Background: an optimization exercise with open tools, aiming at small area and a short achievable clock period. Do not read the settings as production practice. At most, simulation tests tie the RTL to the original design; equivalence was not proved. No activity file was given, so power comes from the tool's default toggle rates.

==> flow/design.v (excerpt) <==
module capu (
    input  wire        clk,
    input  wire [31:0] cur,           
    input  wire [31:0] w1,            
    input  wire [31:0] disp,          
    input  wire [1:0]  size,          
    output wire [33:0] base,          
    output wire [33:0] top,
    output wire [33:0] rep_lo,
    output wire [33:0] rep_hi,
    output wire [33:0] addr,          
    output wire        in_bounds,     
    output wire        rep_ok,        
    input  wire [32:0] b0,            
    input  wire [32:0] t0,
    output wire [4:0]  enc_e,
    output wire [9:0]  enc_b,
    output wire [9:0]  enc_t,
    output wire [32:0] enc_base,
    output wire [32:0] enc_top
);
    integer i;
    wire [4:0] e      = w1[31:27];
    wire       sealed = w1[6];
    wire [9:0] bm     = sealed ? {w1[26:20], 3'b000} : w1[26:17];
    wire [9:0] tm     = sealed ? {w1[19:13], 3'b000} : w1[16:7];
    wire       is22   = (e == 5'd22);
    reg [31:0] lm;                        
    always @(*)
        for (i = 0; i < 32; i = i + 1)
            lm[i] = (i < e + 10);
    wire [31:0] bmg = {22'd0, bm} << e;
    wire [31:0] tmg = {22'd0, tm} << e;
    wire kb  = ~is22 & ((cur & lm) < bmg);
    wire tlt = (tm < bm);
  ...
export LEC_CHECK = 0
export ABC_AREA = 1
export CAP_MARGIN = 30
export CORE_MARGIN = 2
export CORE_UTILIZATION = 40
export SLEW_MARGIN = 30
create_clock -name core_clock -period 18.0 [get_ports {clk}]
standard.sh (not shown) runs the stock make flow with config.mk's settings and CLKGATE_MAP_FILE= SYNTH_SCRIPT=/design/flow/synth_recipe.tcl, a recipe that flattens the netlist after the stock synthesis.
==> flow/flow/run.sh <==
#!/bin/bash
# Standard layout, with the setup repair aiming for 11 ns of slack.
set -euo pipefail
bash standard.sh SETUP_SLACK_MARGIN=11 finish > layout.log 2>&1
Change:
==> flow/flow/run.sh (replaced) <==
#!/bin/bash
# Standard layout, with the setup repair aiming for 9 ns of slack.
set -euo pipefail
bash standard.sh SETUP_SLACK_MARGIN=9 finish > layout.log 2>&1
Effect: The changed run completed with no timing, DRC or antenna violations. Power fell by 11%. Global-route usage drops by 1.1 points. Core utilization came out lower by 8.8 points. Critical path depth is lower by 3.
Change:
==> flow/run.sh (new file) <==
#!/bin/bash
# synth_recipe.tcl (not shown) runs the flow's synth.tcl, then flattens the netlist and writes it again
# the make line also repeats each setting of config.mk as NAME=value (left out here)
make -C /OpenROAD-flow-scripts/flow DESIGN_CONFIG=/design/flow/config.mk WORK_HOME=/design/flow/orfs CLKGATE_MAP_FILE= SYNTH_SCRIPT=/design/flow/synth_recipe.tcl finish
removed: flow/flow/run.sh
removed: flow/standard.sh
Combinational power fell by about 4%.
Via count fell by 1.1%.
Global-route usage drops by 0.35 points.
Clock-buffer cell count does not change.
Wire length came out lower by 1.4%.
Synthesized cell count does not change.
Core utilization shrinks by 1.8 points.
No run of this note included a check of the RTL's function; only the layout flow was run.

---

capu, a different RTL version from the one above (not shown whole).
Size in the first run: roughly 430 I/O pins.
Settings: LEC_CHECK=0, ABC_AREA=0, CAP_MARGIN=30, CORE_MARGIN=2, CORE_UTILIZATION=40, SLEW_MARGIN=30; clock period 18.0 ns.
==> flow/flow/run.sh <==
#!/bin/bash
# Standard layout, with buf_1 port buffers and the setup repair aiming for
# 11 ns of slack.
set -euo pipefail
bash standard.sh "BUFFER_PORTS_ARGS=-buffer_cell sky130_fd_sc_hd__buf_1" SETUP_SLACK_MARGIN=11 finish > layout.log 2>&1
==> next run, changes <==
--- a/flow/config.mk
+++ b/flow/config.mk
@@ -8 +8 @@
-export ABC_AREA = 0
+export ABC_AREA = 1
Effect:
- cell area decreases by roughly a tenth
- routed wire length decreases by about a fifth
- power decreases by about a fifth
- synthesized area fell slightly
==> next run, changes <==
==> flow/flow/run.sh (replaced) <==
#!/bin/bash
# Standard layout, with buf_1 port buffers and the setup repair aiming for
# 10 ns of slack.
set -euo pipefail
bash standard.sh "BUFFER_PORTS_ARGS=-buffer_cell sky130_fd_sc_hd__buf_1" SETUP_SLACK_MARGIN=10 finish > layout.log 2>&1
What happened:
- non-clock buffer count shrinks by 47
- setup slack gets worse by 820 ps
- design area shrinks by about 4.7%
- routed wire length shrinks by 2.6%
- core utilization shrinks by 2.3 points
- final cell count shrinks by 1.2%
- area after synthesis stays the same
- via count shrinks by about 1%
==> next run, changes <==
==> flow/flow/run.sh (replaced) <==
#!/bin/bash
# Standard layout, with buf_1 port buffers and the setup repair aiming for
# 11 ns of slack.
set -euo pipefail
bash standard.sh "BUFFER_PORTS_ARGS=-buffer_cell sky130_fd_sc_hd__buf_1" SETUP_SLACK_MARGIN=11 finish > layout.log 2>&1
--- a/flow/config.mk
+++ b/flow/config.mk
@@ -11 +11,2 @@
-export CORE_UTILIZATION = 40
+export CORE_UTILIZATION = 60
+export CTS_BUF_LIST = sky130_fd_sc_hd__clkbuf_4
=>
- The changed run finished clean
- clock-buffer cell count went up by 50
- first-iteration DRC count went up by 78%
- clock power went down by 11%

---

Another version of the RTL of capu (not shown whole).
For scale: roughly 220 flip-flops, roughly 430 I/O pins, about 0.021 sq mm of cells after synthesis.
clock: 18.0 ns
lec_check: 0
abc_area: 1
cap_margin: 30
core_margin: 2
core_utilization: 40
cts_cluster_diameter: 80
cts_cluster_size: 25
slew_margin: 30
==> flow/flow/run.sh <==
#!/bin/bash
# Standard layout, with buf_1 port buffers and the setup repair aiming for
# 11 ns of slack.
set -euo pipefail
bash standard.sh "BUFFER_PORTS_ARGS=-buffer_cell sky130_fd_sc_hd__buf_1" SETUP_SLACK_MARGIN=11 finish > layout.log 2>&1
The first run finished with timing, DRC and antenna clean.
Rerun with:
==> flow/flow/run.sh (replaced) <==
#!/bin/bash
# Standard layout, with buf_1 port buffers and the setup repair aiming for
# 10.75 ns of slack.
set -euo pipefail
bash standard.sh "BUFFER_PORTS_ARGS=-buffer_cell sky130_fd_sc_hd__buf_1" SETUP_SLACK_MARGIN=10.75 finish > layout.log 2>&1
Settings changed: CTS_CLUSTER_DIAMETER 80 to 100, CTS_CLUSTER_SIZE 25 to 30.
Outcome: Fmax fell slightly; routed wire length fell by a few percent; total power fell by a few percent; clock power fell by roughly a tenth; die area is unchanged; global-route usage fell by 0.23 points; worst setup slack loses 0.13 ns; hold slack gains 0.012 ns; sequential cell count is unchanged.
Rerun with:
==> flow/flow/run.sh (replaced) <==
#!/bin/bash
# Standard layout, with buf_1 port buffers and the setup repair aiming for
# 11.25 ns of slack.
set -euo pipefail
bash standard.sh "BUFFER_PORTS_ARGS=-buffer_cell sky130_fd_sc_hd__buf_1" SETUP_SLACK_MARGIN=11.25 finish > layout.log 2>&1
After rerunning:
- routed wire length rises by 4.7%
- power rose by about 4%
- synthesized cell count is unchanged
Rerun with:
==> flow/flow/run.sh (replaced) <==
#!/bin/bash
# Standard layout, with buf_1 port buffers and the setup repair aiming for
# 11 ns of slack.
set -euo pipefail
bash standard.sh "BUFFER_PORTS_ARGS=-buffer_cell sky130_fd_sc_hd__buf_1" SETUP_SLACK_MARGIN=11 finish > layout.log 2>&1
Settings changed: CORE_UTILIZATION 40 to 55.
What happened: Worst setup slack degrades by 0.15 ns; cell count goes down by 5.2%; total power fell by 2.9%.
Rerun with:
Settings changed: CORE_UTILIZATION 55 to 40.
What happened: Cell count came out higher by a few percent; via count goes down by a few percent; clock power rises by about a fifth; worst hold slack is better by 0.0071 ns; maximum frequency is higher slightly; power went up slightly; utilization falls by 18 points; routed wire length goes up slightly; combinational power stays flat; sequential share of layout area goes down by 0.19 points; count of clock-buffer cells in the layout went up by 1.

---

Another version of the RTL of capu (not shown whole).
Size: ~3200 cells after synthesis, ~230 flip-flops, roughly 0.022 mm2 of cells after synthesis.
Design capu, start of the top module:
module capu (
    input  wire        clk,
    input  wire [31:0] cur,           
    input  wire [31:0] w1,            
    input  wire [31:0] disp,          
    input  wire [1:0]  size,          
    output wire [33:0] base,          
    output wire [33:0] top,
    output wire [33:0] rep_lo,
    output wire [33:0] rep_hi,
    output wire [33:0] addr,          
    output wire        in_bounds,     
    output wire        rep_ok,        
    input  wire [32:0] b0,            
    input  wire [32:0] t0,
    output wire [4:0]  enc_e,
    output wire [9:0]  enc_b,
    output wire [9:0]  enc_t,
    output wire [32:0] enc_base,
    output wire [32:0] enc_top
);
Settings: LEC_CHECK=0, ABC_AREA=1, CAP_MARGIN=30, CORE_MARGIN=2, CORE_UTILIZATION=40, SLEW_MARGIN=30; clock period 18.0 ns.
==> flow/flow/run.sh <==
#!/bin/bash
# Standard layout, with the port buffers of cell buf_2 and the setup repair
# aiming for 9 ns of slack.
set -euo pipefail
bash standard.sh "BUFFER_PORTS_ARGS=-buffer_cell sky130_fd_sc_hd__buf_2" SETUP_SLACK_MARGIN=9 finish > layout.log 2>&1
==> next run, changes <==
==> flow/flow/run.sh (replaced) <==
#!/bin/bash
# Standard layout, with the port buffers of cell buf_1 and the setup repair
# aiming for 9 ns of slack.
set -euo pipefail
bash standard.sh "BUFFER_PORTS_ARGS=-buffer_cell sky130_fd_sc_hd__buf_1" SETUP_SLACK_MARGIN=9 finish > layout.log 2>&1
The changed run completed with no timing, DRC or antenna violations.
Non-clock buffer count came out higher by 5.
Die area is unchanged.
Area after synthesis does not change.
Setup slack improved by 150 ps.
Final area fell by 2.1%.
==> next run, changes <==
==> flow/flow/run.sh (replaced) <==
#!/bin/bash
# Standard layout, with buf_1 port buffers and the setup repair aiming for
# 10 ns of slack.
set -euo pipefail
bash standard.sh "BUFFER_PORTS_ARGS=-buffer_cell sky130_fd_sc_hd__buf_1" SETUP_SLACK_MARGIN=10 finish > layout.log 2>&1
Effect: The changed run completed with no timing, DRC or antenna violations; power is about the same; routed wire length is about the same; die area stays the same; core utilization grows by 0.15 points; critical path depth shrinks by 4.
Function was not checked in any run of this note: the RTL went through the layout flow alone.

---

Another version of the RTL of capu (not shown whole).
Size in the first run: ~3400 cells after synthesis, about 430 I/O pins, about 22000 µm² of cells after synthesis.
export LEC_CHECK = 0
export ABC_AREA = 1
export CAP_MARGIN = 30
export CORE_MARGIN = 2
export CORE_UTILIZATION = 40
export SLEW_MARGIN = 30
create_clock -name core_clock -period 18.0 [get_ports {clk}]
==> flow/flow/run.sh <==
#!/bin/bash
# Standard layout, with buf_1 port buffers and the setup repair aiming for
# 11.5 ns of slack.
set -euo pipefail
bash standard.sh "BUFFER_PORTS_ARGS=-buffer_cell sky130_fd_sc_hd__buf_1" SETUP_SLACK_MARGIN=11.5 finish > layout.log 2>&1
==> next run, changes <==
==> flow/flow/run.sh (replaced) <==
#!/bin/bash
# Standard layout, with buf_1 port buffers and the setup repair aiming for
# 11 ns of slack.
set -euo pipefail
bash standard.sh "BUFFER_PORTS_ARGS=-buffer_cell sky130_fd_sc_hd__buf_1" SETUP_SLACK_MARGIN=11 finish > layout.log 2>&1
The new run went through all stages and came out clean.
Synthesized cell count stays the same.
Die area stays the same.
Hold slack gains 0.022 ns.
Design area came out lower by roughly a tenth.
No run of this note included a check of the RTL's function; only the layout flow was run.

---

== the baseline ==
Another version of the RTL of capu (not shown whole).
Size: about 3200 cells after synthesis, about 230 flip-flops, ~430 I/O pins.
## capu
module capu (
    input  wire        clk,
    input  wire [31:0] cur,           
    input  wire [31:0] w1,            
    input  wire [31:0] disp,          
    input  wire [1:0]  size,          
    output wire [33:0] base,          
    output wire [33:0] top,
    output wire [33:0] rep_lo,
    output wire [33:0] rep_hi,
    output wire [33:0] addr,          
    output wire        in_bounds,     
    output wire        rep_ok,        
    input  wire [32:0] b0,            
    input  wire [32:0] t0,
    output wire [4:0]  enc_e,
    output wire [9:0]  enc_b,
    output wire [9:0]  enc_t,
    output wire [32:0] enc_base,
    output wire [32:0] enc_top
);
==> flow/config.mk <==
export PLATFORM = sky130hd
export DESIGN_NAME = capu
export DESIGN_NICKNAME = capu
export VERILOG_FILES = /design/flow/design.v
export SDC_FILE = /design/flow/constraint.sdc
export NUM_CORES = 4
export LEC_CHECK = 0
export ABC_AREA = 1
export CAP_MARGIN = 30
export CORE_MARGIN = 2
export CORE_UTILIZATION = 40
export SLEW_MARGIN = 30
==> flow/constraint.sdc <==
create_clock -name core_clock -period 18.0 [get_ports {clk}]
set_input_delay 3.6000 -clock core_clock [delete_from_list [all_inputs] [get_ports {clk}]]
set_output_delay 3.6000 -clock core_clock [all_outputs]
set_load 0.01 [all_outputs]
==> flow/flow/run.sh <==
#!/bin/bash
# Standard layout, with buf_1 port buffers and the setup repair aiming for
# 10 ns of slack.
set -euo pipefail
bash standard.sh "BUFFER_PORTS_ARGS=-buffer_cell sky130_fd_sc_hd__buf_1" SETUP_SLACK_MARGIN=10 finish > layout.log 2>&1
Changes in the candidate relative to the baseline:
==> flow/flow/run.sh <==
#!/bin/bash
# Standard layout, with buf_1 port buffers and the setup repair aiming for
# 11 ns of slack.
set -euo pipefail
bash standard.sh "BUFFER_PORTS_ARGS=-buffer_cell sky130_fd_sc_hd__buf_1" SETUP_SLACK_MARGIN=11 finish > layout.log 2>&1
### Flow results
- Re maximum clock frequency: the candidate is about 10% up on the baseline.
- The baseline → the candidate: number of search-and-repair iterations in the first detailed-routing pass rose 2, total setup buffers inserted after CTS rose 17.
- The candidate: PASS, flow complete, no timing, DRC or antenna violations
- On worst hold-check slack, the candidate and the baseline are neck and neck.
- Comparing the baseline against the candidate, there is no change at all in half-perimeter wire length after placement.
- Switching part of the total: the candidate vs the baseline, no meaningful difference
- For the leakage power, the candidate came in 3.6% higher than the baseline did.
- The candidate vs the baseline: wire length on met3 up by a few percent

---

capu with an RTL version that a note above also has.
Size in the first run: roughly 3,300 cells after synthesis, about 230 flip-flops, ~430 I/O pins, roughly 21,000 um^2 of cells after synthesis.
// capu
module capu (
    input  wire        clk,
    input  wire [31:0] cur,           
    input  wire [31:0] w1,            
    input  wire [31:0] disp,          
    input  wire [1:0]  size,          
    output wire [33:0] base,          
    output wire [33:0] top,
    output wire [33:0] rep_lo,
    output wire [33:0] rep_hi,
    output wire [33:0] addr,          
    output wire        in_bounds,     
    output wire        rep_ok,        
    input  wire [32:0] b0,            
    input  wire [32:0] t0,
    output wire [4:0]  enc_e,
    output wire [9:0]  enc_b,
    output wire [9:0]  enc_t,
    output wire [32:0] enc_base,
    output wire [32:0] enc_top
);
    integer i;
    wire [4:0] e      = w1[31:27];
    wire       sealed = w1[6];
    wire [9:0] bm     = sealed ? {w1[26:20], 3'b000} : w1[26:17];
    wire [9:0] tm     = sealed ? {w1[19:13], 3'b000} : w1[16:7];
    wire       is22   = (e == 5'd22);
    reg [31:0] lm;                        
    always @(*)
        for (i = 0; i < 32; i = i + 1)
            lm[i] = (i < e + 10);
    wire [31:0] bmg = {22'd0, bm} << e;
    wire [31:0] tmg = {22'd0, tm} << e;
    wire [9:0] cpos;
    capu_win u_cp (.x({1'b0, cur}), .e(e), .y(cpos));
    wire kb  = ~is22 & (sealed ? (cpos < {w1[26:20], 3'b000}) : (cpos < w1[26:17]));
    wire tlt = (tm < bm);
    wire ktp = is22 ? (tm == 10'd0) : (tlt & ~kb);    
    wire ktn = ~is22 & ~tlt & kb;                     
    wire [31:0] hu = cur | lm;            
    wire [31:0] hv = cur & ~lm;           
    wire [31:0] pa, po;                   
    capu_pfx #(32) u_pa (.g({31'd0, hu[0]}), .p(hu), .o(pa));
    capu_pfx #(32) u_po (.g(hv), .p({32{1'b1}}), .o(po));
  ...
==> flow/config.mk <==
export PLATFORM = sky130hd
export DESIGN_NAME = capu
export DESIGN_NICKNAME = capu
export VERILOG_FILES = /design/flow/design.v
export SDC_FILE = /design/flow/constraint.sdc
export NUM_CORES = 4
export LEC_CHECK = 0
export ABC_AREA = 1
export CAP_MARGIN = 30
export CORE_MARGIN = 2
export CORE_UTILIZATION = 40
export SLEW_MARGIN = 30
==> flow/constraint.sdc <==
create_clock -name core_clock -period 18.0 [get_ports {clk}]
set_input_delay 3.6000 -clock core_clock [delete_from_list [all_inputs] [get_ports {clk}]]
set_output_delay 3.6000 -clock core_clock [all_outputs]
set_load 0.01 [all_outputs]
==> flow/flow/run.sh <==
#!/bin/bash
# Standard layout, with buf_1 port buffers and the setup repair aiming for
# 12 ns of slack.
set -euo pipefail
bash standard.sh "BUFFER_PORTS_ARGS=-buffer_cell sky130_fd_sc_hd__buf_1" SETUP_SLACK_MARGIN=12 finish > layout.log 2>&1
Next try:
==> flow/flow/run.sh (replaced) <==
#!/bin/bash
# Standard layout, with buf_1 port buffers and the setup repair aiming for
# 11 ns of slack.
set -euo pipefail
bash standard.sh "BUFFER_PORTS_ARGS=-buffer_cell sky130_fd_sc_hd__buf_1" SETUP_SLACK_MARGIN=11 finish > layout.log 2>&1
--- a/flow/config.mk
+++ b/flow/config.mk
@@ -11,2 +11,4 @@
 export CORE_UTILIZATION = 40
+export CTS_CLUSTER_DIAMETER = 100
+export CTS_CLUSTER_SIZE = 30
 export SLEW_MARGIN = 30
Result: Wire length falls by 14%. Worst hold slack improved by 43 ps. Sequential share of layout area rises by 3.8 points. Design area is lower by 22%. Non-clock buffer count came out lower by 222. Die area stays the same. Synthesized area stays the same. Power is lower by 27%. Setup slack gets better by 96 ps.
Next try:
==> flow/flow/run.sh (replaced) <==
#!/bin/bash
# Standard layout, with buf_1 port buffers and the setup repair aiming for
# 11.5 ns of slack.
set -euo pipefail
bash standard.sh "BUFFER_PORTS_ARGS=-buffer_cell sky130_fd_sc_hd__buf_1" SETUP_SLACK_MARGIN=11.5 finish > layout.log 2>&1
--- a/flow/config.mk
+++ b/flow/config.mk
@@ -11,4 +11,2 @@
 export CORE_UTILIZATION = 40
-export CTS_CLUSTER_DIAMETER = 100
-export CTS_CLUSTER_SIZE = 30
 export SLEW_MARGIN = 30
After rerunning: Synthesized area is unchanged. Total power came out higher by about 30%. Wire length rose by 8.3%. Final cell count came out higher by about 3.5%. Synthesized cell count is unchanged. Clock-buffer cell count grows by 18. Sequential share of layout area drops by 2.3 points. Non-clock buffer count is higher by 107. Global-route usage climbs by 1.9 points.

-- re-timing with driven ports --
Ports are ideal in the flow. The routed layouts listed here were re-timed in OpenROAD. Step 1 assumes that a clkbuf_16 drives the clock port and a buf_2 every other input. Step 2 also shifts input and output timing later by t, the mid clock arrival at the registers, as if the neighbouring blocks saw the same clock. a / b / c = ideal / step 1 / step 2; a / b = the first two.
run | t (ns) | setup WS [ns] | hold WS [ns] | worst slew at a driven data input, ns | cell pins on the clock port's net
the first run of note 1 | 0.550 | 9.376 / 9.319 / 9.869 | 3.269 / 3.240 / 3.789 | 0.10 | 1
the second run of note 1 | 0.546 | 9.164 / 9.109 / 9.466 | 3.487 / 3.453 / 4.000 | 0.12 | 1
the third run of note 1 | 0.546 | 7.688 / 7.633 / 8.179 | 3.495 / 3.462 / 4.009 | 0.12 | 1
the first run of note 2 | 0.664 | 10.382 / 10.322 / 10.151 | 3.085 / 3.050 / 3.714 | 0.12 | 1
the second run of note 2 | 0.615 | 11.134 / 11.099 / 10.549 | 3.132 / 3.096 / 3.711 | 0.10 | 1
the third run of note 2 | 0.619 | 10.312 / 10.252 / 9.747 | 3.137 / 3.098 / 3.718 | 0.09 | 1
the fourth run of note 2 | 0.836 | 10.794 / 10.741 / 10.285 | 2.932 / 2.901 / 3.737 | 0.13 | 1
the first run of note 3 | 0.591 | 11.062 / 11.041 / 10.472 | 3.179 / 3.142 / 3.733 | 0.08 | 1
the second run of note 3 | 0.579 | 10.936 / 10.880 / 10.383 | 3.191 / 3.148 / 3.727 | 0.08 | 1
the third run of note 3 | 0.579 | 11.220 / 11.150 / 10.841 | 3.197 / 3.150 / 3.729 | 0.11 | 1
the fourth run of note 3 | 0.556 | 11.068 / 11.018 / 10.602 | 3.182 / 3.158 / 3.714 | 0.11 | 1
the fifth run of note 3 | 0.577 | 11.098 / 11.034 / 10.673 | 3.189 / 3.147 / 3.725 | 0.08 | 1
the first run of note 4 | 0.639 | 9.289 / 9.256 / 8.651 | 3.120 / 3.081 / 3.720 | 0.10 | 1
the second run of note 4 | 0.655 | 9.439 / 9.477 / 8.821 | 3.126 / 3.089 / 3.745 | 0.10 | 1
the third run of note 4 | 0.653 | 10.259 / 10.301 / 9.648 | 3.127 / 3.089 / 3.741 | 0.10 | 1
the first run of note 5 | 0.653 | 10.899 / 10.837 / 10.661 | 3.121 / 3.090 / 3.743 | 0.12 | 1
the second run of note 5 | 0.611 | 11.021 / 11.057 / 10.445 | 3.143 / 3.110 / 3.721 | 0.10 | 1
the baseline | 0.653 | 10.259 / 10.301 / 9.648 | 3.127 / 3.089 / 3.741 | 0.10 | 1
the candidate | 0.651 | 10.951 / 10.891 / 10.507 | 3.128 / 3.090 / 3.741 | 0.10 | 1
the first run of note 7 | 0.641 | 11.059 / 10.989 / 10.846 | 3.128 / 3.080 / 3.722 | 0.21 | 1
the second run of note 7 | 0.575 | 11.156 / 11.097 / 10.697 | 3.170 / 3.136 / 3.711 | 0.10 | 1
the third run of note 7 | 0.618 | 11.113 / 11.055 / 10.740 | 3.136 / 3.100 / 3.718 | 0.10 | 1
After both steps setup and hold are still met in every run listed. For the first run of note 4, which loses most, drivers alone change the setup slack by -0.033 ns; drivers and shift together by -0.638 ns.
